Source: an optimization exercise on an open RTL-to-GDS flow (aim: small area, a short achievable clock period and few clock cycles per item). Production flows keep margins and buffers that such runs may drop. RTL that was checked went through simulation tests only; none was proved equivalent to the original.

run a:
Design sr_convert, start of the top module:
module sr_convert (
    input  wire        clk,
    input  wire        rst,
    input  wire        in_valid,
    output wire        in_ready,
    input  wire [31:0] in_value,
    input  wire [1:0]  in_fmt,       
    input  wire        in_rnd,       
    input  wire        in_sat,
    input  wire [63:0] in_seed,
    input  wire [63:0] in_step,
    input  wire [31:0] in_tensor,
    input  wire [7:0]  in_tag,
    input  wire [47:0] in_coord,
    output reg         out_valid,
    input  wire        out_ready,
    output reg  [15:0] out_code,
    output reg  [2:0]  out_flags     
);
    localparam [63:0] GOLDEN = 64'h9E3779B97F4A7C15;
    localparam [3:0] M_F  = 4'd0;    
    localparam [3:0] M_R1 = 4'd1;    
    localparam [3:0] M_W1 = 4'd2;
    localparam [3:0] M_P2 = 4'd3;
    localparam [3:0] M_R2 = 4'd4;    
    localparam [3:0] M_W2 = 4'd5;
    localparam [3:0] M_P3 = 4'd6;
    localparam [3:0] M_R3 = 4'd7;    
    localparam [3:0] M_W3 = 4'd8;
    localparam [1:0] T_NONE = 2'd0;
    localparam [1:0] T_ITEM = 2'd1;
    localparam [1:0] T_H2   = 2'd2;
    localparam [1:0] T_H3   = 2'd3;
    function [63:0] xs30(input [63:0] v);
        xs30 = v ^ (v >> 30);
    endfunction
    reg [63:0] k_seed, k_step;
    reg [39:0] k_tt;                 
    reg [63:0] h2, h3a;
    reg        v2, v3;               
    reg        r0_valid;
    reg [31:0] r0_value;
    reg [1:0]  r0_fmt;
    reg        r0_rnd, r0_sat;
    reg [47:0] r0_acoord;            
    reg        r0_eq2, r0_eq3;       
    reg        r0_fix;               
    reg        rdy;
    reg [3:0]  mode;
    reg        sel_f;
    reg [1:0]  r1_tag;
    reg [63:0] r1_b;
    reg [31:0] r1_value;
    reg [1:0]  r1_fmt;
    reg        r1_rnd, r1_sat;
    reg        r2_item;
    reg [15:0] r2_r;
    reg [31:0] r2_value;
    reg [1:0]  r2_fmt;
    reg        r2_rnd, r2_sat;
    reg [18:0] ob0, ob1, ob2;        
    reg [1:0]  ocnt, ord, owr;
    assign in_ready = rdy;
    wire V2 = r0_fix | (v2 & r0_eq2);
    wire V3 = r0_fix | (v3 & r0_eq3);
    wire miss = r0_rnd & ~V3;
    wire r1_item = (r1_tag == T_ITEM);
  ...
Settings: LEC_CHECK=0, CAP_MARGIN=20, CORE_MARGIN=2, CORE_UTILIZATION=40, SLEW_MARGIN=20; clock period 25.0 ns.
standard.sh (not shown) runs the stock make flow with config.mk's settings and CLKGATE_MAP_FILE= SYNTH_SCRIPT=/design/flow/synth_recipe.tcl, a recipe that flattens the netlist after the stock synthesis.
==> flow/flow/run.sh <==
#!/bin/bash
# Layout flow: the standard flow (standard.sh) in two parts.
#  1. The standard synthesis, unchanged.
#  2. fa_invert.py: removes the inverters that Yosys's adder extraction leaves
#     around full adder cells, using FA(~a, ~b, ~c) = ~FA(a, b, c); registers
#     and all other cells stay as they are.
#  3. The rest of the standard flow, with timing repair asked to leave
#     SETUP_MARGIN ns (flow/setup_margin) of setup slack at the design's own
#     clock period, so that the layout is optimised for the period it reaches
#     rather than only for the period it is checked at. The constraints
#     (constraint.sdc) are not changed.
# Each tool's full output stays in orfs/logs/; each step's output also goes to
# a log file of its own here.
set -euo pipefail
W=$(pwd)
MARGIN=$(cat flow/setup_margin)
RES="$W/orfs/results/$FLOW_PLATFORM/sr_convert/base"
bash standard.sh SETUP_SLACK_MARGIN="$MARGIN" "$RES/1_2_yosys.v" > synth.log 2>&1
cp "$RES/1_2_yosys.v" "$W/1_2_yosys_standard.v"
python3 flow/fa_invert.py "$RES/1_2_yosys.v" > fa_invert.log 2>&1
bash standard.sh SETUP_SLACK_MARGIN="$MARGIN" finish > flow.log 2>&1
Other scripts of this flow, unchanged in this note and not shown: flow/flow/fa_invert.py, flow/flow/setup_margin
### run a -> run b
--- a/flow/design.v
+++ b/flow/design.v
@@ -5252,20 +5252,21 @@
     reg        r0_valid;
     reg [31:0] r0_value;
     reg [1:0]  r0_fmt;
     reg        r0_rnd, r0_sat;
     reg [47:0] r0_acoord;            
     reg        r0_eq2, r0_eq3;       
     reg        r0_fix;               
     reg        rdy;
     reg [3:0]  mode;
     reg        sel_f;
+    reg [63:0] pa;                   
     reg [1:0]  r1_tag;
     reg [63:0] r1_b;
     reg [31:0] r1_value;
     reg [1:0]  r1_fmt;
     reg        r1_rnd, r1_sat;
     reg        r2_item;
     reg [15:0] r2_r;
     reg [31:0] r2_value;
     reg [1:0]  r2_fmt;
     reg        r2_rnd, r2_sat;
@@ -5331,23 +5332,28 @@
             v3       <= V3;
         end else if (mode == M_W3) begin
             r0_fix   <= 1'b1;
             v2       <= 1'b1;
             v3       <= 1'b1;
         end
     end
     always @(posedge clk) begin
         mode  <= mode_n;
         sel_f <= (mode_n == M_F);
+        case (mode_n)
+            M_R1:    pa <= xs30(k_seed ^ GOLDEN);
+            M_R2:    pa <= xs30(h2 ^ k_step);
+            default: pa <= xs30(h2 ^ {k_tt, 24'd0});
+        endcase
     end
-    wire [63:0] a  = h3a ^ {16'd0, r0_acoord & {48{sel_f}}};
-    wire [63:0] na = ~a;
+    wire [63:0] a  = sel_f ? (h3a ^ {16'd0, r0_acoord}) : pa;
+    wire [63:0] na = ~(sel_f ? (h3a ^ {16'd0, r0_acoord}) : pa);
     wire [63:0] b;
     sr_mul1 u_mul1 (.a(a), .na(na), .p(b));
     always @(posedge clk) begin
         if (rst)
             r1_tag <= T_NONE;
         else
             case (mode)
                 M_F:        r1_tag <= leave ? T_ITEM : T_NONE;
                 M_R1, M_R2: r1_tag <= T_H2;
                 M_R3:       r1_tag <= T_H3;
@@ -5359,28 +5365,21 @@
         r1_rnd   <= r0_rnd;
         r1_sat   <= r0_sat;
     end
     wire [63:0] c  = r1_b ^ (r1_b >> 27);
     wire [63:0] nc = ~(r1_b ^ (r1_b >> 27));
     wire [63:0] d;
     sr_mul2 u_mul2 (.a(c), .na(nc), .p(d));
     wire [63:0] y = d ^ (d >> 31);
     always @(posedge clk) begin
         if (r1_tag == T_H2) h2  <= y;
-        if (r1_tag == T_H3)
-            h3a <= xs30(y);
-        else if (mode_n == M_R1)
-            h3a <= xs30(k_seed ^ GOLDEN);
-        else if (mode_n == M_R2)
-            h3a <= xs30(h2 ^ k_step);
-        else if (mode_n == M_R3)
-            h3a <= xs30(h2 ^ {k_tt, 24'd0});
+        if (r1_tag == T_H3) h3a <= xs30(y);
         r2_item <= ~rst & r1_item;
         r2_r     <= y[15:0];
         r2_value <= r1_value;
         r2_fmt   <= r1_fmt;
         r2_rnd   <= r1_rnd;
         r2_sat   <= r1_sat;
     end
     wire [18:0] cv_lo, cv_hi;
     wire [15:0] cv_frac;
     fp_narrow u_conv (
[summary]
Global-route usage: run b and run a compared, lower one is run a
Compared with run a, in run b design area picked up an extra 3.6%, path length in cells of the critical path fell by 4.8%, detailed-route via count moved up, non-clock inverter count in the final layout decreased 36.
Cmp run b and run a / die span in y / lower: run a
Number of port buffers: run a vs run b identical
Diff run a -> run b: remaining max-slew budget at the tightest pin now larger, clock slew seen by the registers of the worst setup and hold paths barely changed, die area increased 1.3%, total number of clock tree sinks rose 64.
Run b against run a: non-clock buffer contribution to total cell area has increased, post-synthesis area per instance has increased.
Testbench counts of run b, summed over its fixed seeds: cycles 12,959, items 12,000.
Function not checked in run a: the RTL went through the layout flow alone.

* * *

== north ==
Another version of the RTL of sr_convert (not shown whole).
Size in the first run: roughly 5000 cells after synthesis, about 61000 µm² of cells after synthesis.
clock: 25.0 ns
lec_check: 0
cap_margin: 20
core_margin: 2
core_utilization: 55
cts_cluster_diameter: 100
cts_cluster_size: 20
slew_margin: 20
==> flow/flow/run.sh <==
#!/bin/bash
# Layout flow: the standard flow (standard.sh) in two parts.
#  1. The standard synthesis, unchanged.
#  2. fa_invert.py: removes the inverters that Yosys's adder extraction leaves
#     around full adder cells, using FA(~a, ~b, ~c) = ~FA(a, b, c); registers
#     and all other cells stay as they are.
#  3. The rest of the standard flow, with timing repair asked to leave
#     SETUP_MARGIN ns (flow/setup_margin) of setup slack at the design's own
#     clock period, so that the layout is optimised for the period it reaches
#     rather than only for the period it is checked at. The constraints
#     (constraint.sdc) are not changed. Every port still gets a buffer, as
#     in the standard flow, but a plain buf_1 (which repair may resize) in
#     place of the delay cell the resizer picks by default.
# Each tool's full output stays in orfs/logs/; each step's output also goes to
# a log file of its own here.
set -euo pipefail
W=$(pwd)
MARGIN=$(cat flow/setup_margin)
RES="$W/orfs/results/$FLOW_PLATFORM/sr_convert/base"
bash standard.sh SETUP_SLACK_MARGIN="$MARGIN" "$RES/1_2_yosys.v" > synth.log 2>&1
cp "$RES/1_2_yosys.v" "$W/1_2_yosys_standard.v"
python3 flow/fa_invert.py "$RES/1_2_yosys.v" > fa_invert.log 2>&1
bash standard.sh SETUP_SLACK_MARGIN="$MARGIN" \
    "BUFFER_PORTS_ARGS=-buffer_cell sky130_fd_sc_hd__buf_1" finish > flow.log 2>&1
Other scripts of this flow, unchanged in this note and not shown: flow/flow/fa_invert.py, flow/flow/setup_margin
north reached the final stage; the timing, design-rule and antenna checks on its layout passed.
## Diff of input files: south against north
--- a/flow/design.v
+++ b/flow/design.v
@@ -5278,27 +5278,27 @@
     wire r1_item = (r1_tag == T_ITEM);
     wire [2:0] occ = {2'b00, out_valid} + {1'b0, ocnt};
     wire space_ok = (occ + {2'b00, r1_item} + {2'b00, r2_item}) <= 3'd3;
     wire leave = r0_valid & (mode == M_F) & space_ok & ~miss;
     wire eq2_in = (in_seed == k_seed) & (in_step == k_step);
     wire eq3_in = eq2_in & ({in_tensor, in_tag} == k_tt);
+    wire V2_cap  = V2 & eq2_in;
     wire V3_cap  = V3 & eq3_in;
-    wire miss_tt = rdy & in_valid & in_rnd & V2 & ({in_tensor, in_tag} != k_tt);
+    wire miss_in = rdy & in_valid & in_rnd & ~V3_cap;
     reg [3:0] mode_n;
-    reg       r3_chk;            
     always @* begin
         case (mode)
-            M_F:     mode_n = miss_tt ? M_R3 :
+            M_F:     mode_n = miss_in ? (V2_cap ? M_R3 : M_R1) :
                               (r0_valid & miss) ? (V2 ? M_R3 : M_R1) : M_F;
             M_R1:    mode_n = M_W1;
             M_W1:    mode_n = M_P2;
             M_P2:    mode_n = M_R2;
             M_R2:    mode_n = M_W2;
             M_W2:    mode_n = M_P3;
             M_P3:    mode_n = M_R3;
-            M_R3:    mode_n = (r3_chk & ~V2) ? M_R1 : M_W3;
+            M_R3:    mode_n = M_W3;
             default: mode_n = M_F;
         endcase
         if (rst) mode_n = M_F;
     end
     wire r0_valid_n = ~rst & (rdy ? in_valid : r0_valid);
     wire r0_rnd_n   = rdy ? in_rnd : r0_rnd;
@@ -5337,28 +5337,27 @@
             r0_fix   <= 1'b1;
             v2       <= 1'b1;
             v3       <= 1'b1;
         end
     end
     always @(posedge clk) begin
-        mode   <= mode_n;
-        sel_f  <= (mode_n == M_F);
-        r3_chk <= (mode == M_F);
+        mode  <= mode_n;
+        sel_f <= (mode_n == M_F);
     end
     wire [63:0] a  = h3a ^ {16'd0, r0_acoord & {48{sel_f}}};
     wire [63:0] na = ~a;
     wire [63:0] b;
     sr_mul1 u_mul1 (.a(a), .na(na), .p(b));
     always @(posedge clk) begin
         if (rst)
             r1_tag <= T_NONE;
         else
             case (mode)
                 M_F:        r1_tag <= leave ? T_ITEM : T_NONE;
                 M_R1, M_R2: r1_tag <= T_H2;
-                M_R3:       r1_tag <= (r3_chk & ~V2) ? T_NONE : T_H3;
+                M_R3:       r1_tag <= T_H3;
                 default:    r1_tag <= T_NONE;
             endcase
         r1_b     <= b;
         r1_value <= r0_value;
         r1_fmt   <= r0_fmt;
         r1_rnd   <= r0_rnd;
@@ -5371,13 +5370,13 @@
     wire [63:0] y = d ^ (d >> 31);
     reg [63:0] hnext;
     always @* begin
         if (r1_tag == T_H3)
             hnext = y;
         else if (mode_n == M_R1)
-            hnext = k_seed ^ GOLDEN;
+            hnext = (rdy ? in_seed : k_seed) ^ GOLDEN;
         else if (mode_n == M_R2)
             hnext = h2 ^ k_step;
         else
             hnext = h2 ^ {(rdy ? {in_tensor, in_tag} : k_tt), 24'd0};
     end
     always @(posedge clk) begin
==> summary.txt <==
Every run (south and north) finished clean.
north was larger in final cell area than south.
[compare] base=north new=south: final-layout worst hold slack climbed 0.0035 ns.
In south, the detailed-routing wirelength on met1 came out 1.8% above the value in north.
Against north as the reference, south delivers a higher synthesized area.
Changes observed in south relative to north: global-route met1 utilization saw little to no change; cell count climbed 50; maximum frequency lower.
Testbench counts of south, summed over its fixed seeds: cycles 12,708, items 12,000.
The RTL of north was laid out without a check of its function.

* * *

== old ==
sr_convert with an RTL version that a note above also has.
Size: about 5,100 cells after synthesis, roughly 280 I/O pins, roughly 62,000 um^2 of cells after synthesis.
==> flow/config.mk <==
export PLATFORM = sky130hd
export DESIGN_NAME = sr_convert
export DESIGN_NICKNAME = sr_convert
export VERILOG_FILES = /design/flow/design.v
export SDC_FILE = /design/flow/constraint.sdc
export NUM_CORES = 4
export LEC_CHECK = 0
export CAP_MARGIN = 20
export CORE_MARGIN = 2
export CORE_UTILIZATION = 55
export CTS_CLUSTER_DIAMETER = 100
export CTS_CLUSTER_SIZE = 20
export SLEW_MARGIN = 20
==> flow/constraint.sdc <==
create_clock -name core_clock -period 25.0 [get_ports {clk}]
set_input_delay 5.0000 -clock core_clock [delete_from_list [all_inputs] [get_ports {clk}]]
set_output_delay 5.0000 -clock core_clock [all_outputs]
set_load 0.01 [all_outputs]
Scripts as last shown in full above: flow/flow/run.sh
Other scripts of this flow, unchanged in this note and not shown: flow/flow/fa_invert.py, flow/flow/setup_margin
old ran to completion and came out clean on the timing, design-rule and antenna checks.
Testbench counts of old, summed over its fixed seeds: cycles 12,708, items 12,000.
For new, these inputs were changed with respect to old:
diff --git a/flow/design.v b/flow/design.v
--- a/flow/design.v
+++ b/flow/design.v
@@ -5240,22 +5240,23 @@
     localparam [3:0] M_W3 = 4'd8;
     localparam [1:0] T_NONE = 2'd0;
     localparam [1:0] T_ITEM = 2'd1;
     localparam [1:0] T_H2   = 2'd2;
     localparam [1:0] T_H3   = 2'd3;
     function [63:0] xs30(input [63:0] v);
         xs30 = v ^ (v >> 30);
     endfunction
     reg [63:0] k_seed, k_step;
     reg [39:0] k_tt;                 
     reg [63:0] h2, h3a;
+    reg [63:0] pa;
     reg        v2, v3;               
     reg        r0_valid;
     reg [31:0] r0_value;
     reg [1:0]  r0_fmt;
     reg        r0_rnd, r0_sat;
     reg [47:0] r0_acoord;            
     reg        r0_eq2, r0_eq3;       
     reg        r0_fix;               
     reg        rdy;
     reg [3:0]  mode;
     reg        sel_f;
@@ -5273,37 +5274,37 @@
     reg [1:0]  ocnt, ord, owr;
     assign in_ready = rdy;
     wire V2 = r0_fix | (v2 & r0_eq2);
     wire V3 = r0_fix | (v3 & r0_eq3);
     wire miss = r0_rnd & ~V3;
     wire r1_item = (r1_tag == T_ITEM);
     wire [2:0] occ = {2'b00, out_valid} + {1'b0, ocnt};
     wire space_ok = (occ + {2'b00, r1_item} + {2'b00, r2_item}) <= 3'd3;
     wire leave = r0_valid & (mode == M_F) & space_ok & ~miss;
     wire eq2_in = (in_seed == k_seed) & (in_step == k_step);
     wire eq3_in = eq2_in & ({in_tensor, in_tag} == k_tt);
-    wire V2_cap  = V2 & eq2_in;
     wire V3_cap  = V3 & eq3_in;
-    wire miss_in = rdy & in_valid & in_rnd & ~V3_cap;
+    wire miss_tt = rdy & in_valid & in_rnd & V2 & ({in_tensor, in_tag} != k_tt);
     reg [3:0] mode_n;
+    reg       r3_chk;            
     always @* begin
         case (mode)
-            M_F:     mode_n = miss_in ? (V2_cap ? M_R3 : M_R1) :
+            M_F:     mode_n = miss_tt ? M_R3 :
                               (r0_valid & miss) ? (V2 ? M_R3 : M_R1) : M_F;
             M_R1:    mode_n = M_W1;
             M_W1:    mode_n = M_P2;
             M_P2:    mode_n = M_R2;
             M_R2:    mode_n = M_W2;
             M_W2:    mode_n = M_P3;
             M_P3:    mode_n = M_R3;
-            M_R3:    mode_n = M_W3;
+            M_R3:    mode_n = (r3_chk & ~V2) ? M_R1 : M_W3;
             default: mode_n = M_F;
         endcase
         if (rst) mode_n = M_F;
     end
     wire r0_valid_n = ~rst & (rdy ? in_valid : r0_valid);
     wire r0_rnd_n   = rdy ? in_rnd : r0_rnd;
     wire V3_n       = ~rst & (rdy ? V3_cap : ((mode == M_W3) | V3));
     wire r1_item_n  = (mode == M_F) & leave;
     wire ld  = ~out_valid | out_ready;
     wire deq = out_valid & out_ready;
     wire [2:0] occ_n = occ - {2'b00, deq} + {2'b00, r2_item};
@@ -5332,65 +5333,66 @@
             r0_valid <= in_valid;
             r0_fix   <= 1'b0;
             v2       <= V2;
             v3       <= V3;
         end else if (mode == M_W3) begin
             r0_fix   <= 1'b1;
             v2       <= 1'b1;
             v3       <= 1'b1;
         end
     end
     always @(posedge clk) begin
-        mode  <= mode_n;
-        sel_f <= (mode_n == M_F);
+        mode   <= mode_n;
+        sel_f  <= (mode_n == M_F);
+        r3_chk <= (mode == M_F);
     end
-    wire [63:0] a  = h3a ^ {16'd0, r0_acoord & {48{sel_f}}};
+    wire [63:0] a  = sel_f ? (h3a ^ {16'd0, r0_acoord}) : pa;
     wire [63:0] na = ~a;
     wire [63:0] b;
     sr_mul1 u_mul1 (.a(a), .na(na), .p(b));
     always @(posedge clk) begin
         if (rst)
             r1_tag <= T_NONE;
         else
             case (mode)
                 M_F:        r1_tag <= leave ? T_ITEM : T_NONE;
                 M_R1, M_R2: r1_tag <= T_H2;
-                M_R3:       r1_tag <= T_H3;
+                M_R3:       r1_tag <= (r3_chk & ~V2) ? T_NONE : T_H3;
                 default:    r1_tag <= T_NONE;
             endcase
         r1_b     <= b;
         r1_value <= r0_value;
         r1_fmt   <= r0_fmt;
         r1_rnd   <= r0_rnd;
         r1_sat   <= r0_sat;
     end
     wire [63:0] c  = r1_b ^ (r1_b >> 27);
     wire [63:0] nc = ~(r1_b ^ (r1_b >> 27));
     wire [63:0] d;
     sr_mul2 u_mul2 (.a(c), .na(nc), .p(d));
     wire [63:0] y = d ^ (d >> 31);
-    reg [63:0] hnext;
+    reg [63:0] pnext;
     always @* begin
-        if (r1_tag == T_H3)
-            hnext = y;
+        if (rdy)
+            pnext = h2 ^ {in_tensor, in_tag, 24'd0};
         else if (mode_n == M_R1)
-            hnext = (rdy ? in_seed : k_seed) ^ GOLDEN;
+            pnext = k_seed ^ GOLDEN;
         else if (mode_n == M_R2)
-            hnext = h2 ^ k_step;
+            pnext = h2 ^ k_step;
         else
-            hnext = h2 ^ {(rdy ? {in_tensor, in_tag} : k_tt), 24'd0};
+            pnext = h2 ^ {k_tt, 24'd0};
     end
     always @(posedge clk) begin
         if (r1_tag == T_H2) h2  <= y;
-        if (r1_tag == T_H3 || mode_n == M_R1 || mode_n == M_R2 || mode_n == M_R3)
-            h3a <= xs30(hnext);
+        if (r1_tag == T_H3) h3a <= xs30(y);
+        pa <= xs30(pnext);
         r2_item <= ~rst & r1_item;
         r2_r     <= y[15:0];
         r2_value <= r1_value;
         r2_fmt   <= r1_fmt;
         r2_rnd   <= r1_rnd;
         r2_sat   <= r1_sat;
     end
     wire [18:0] cv_lo, cv_hi;
     wire [15:0] cv_frac;
     fp_narrow u_conv (
         .x(r2_value), .fmt(r2_fmt), .rnd(r2_rnd), .sat(r2_sat),
Findings:
When new is set beside old, its first-pass GRT wire length turns out to be about 5% larger.
In the reports for old and new, the larger area of the mapped netlist belongs to new.
Summary of new over old: via count went up, insertion delay to the later sink of the worst-skew pair went up.
Final cycle utilization of the critical path: old and new compared, higher one is old
The setup slack of new is larger than that of old.
In new, the critical path depth came out 1 below the value in old.
Wire length in new vs old: up about 5%
Endpoint of the most critical setup path: h3a[7] -> old, pa[0] -> new
Changes observed in new relative to old: final period demand of the worst path now smaller, global-route track usage on met2 has increased.
Only the layout flow was run in new; the RTL was not checked for function there.

static timing again, ports no longer ideal:
How much do the figures lean on ideal ports? The routed layouts below were timed once more, with nothing changed but the port constraints. Step 1, drivers: a clkbuf_16 drives clk and a buf_2 each remaining input, both assumed. Step 2 times the ports against the registers' clock, not the clock port: input delays grow and output delays shrink by t, the midpoint of the rising clock arrivals with the driver on. Slacks: no drivers / after step 1 / after step 2; pairs: no drivers / after step 1.
run	t, ns	setup WS [ns]	worst register clock-pin slew, ns	pins driven straight from the clock port
run a	0.756	17.174 / 17.174 / 16.522	0.07 / 0.07	1
run b	0.756	17.135 / 17.135 / 16.439	0.08 / 0.08	1
north	0.753	17.047 / 17.107 / 16.354	0.10 / 0.10	1
south	0.720	17.007 / 17.063 / 16.343	0.09 / 0.09	1
old	0.711	17.101 / 17.133 / 16.422	0.10 / 0.10	1
new	0.736	17.141 / 17.172 / 16.436	0.09 / 0.09	1
After both steps setup and hold are still met in every run listed. For new, which loses most, drivers alone change the setup slack by +0.031 ns; drivers and shift together by -0.705 ns.
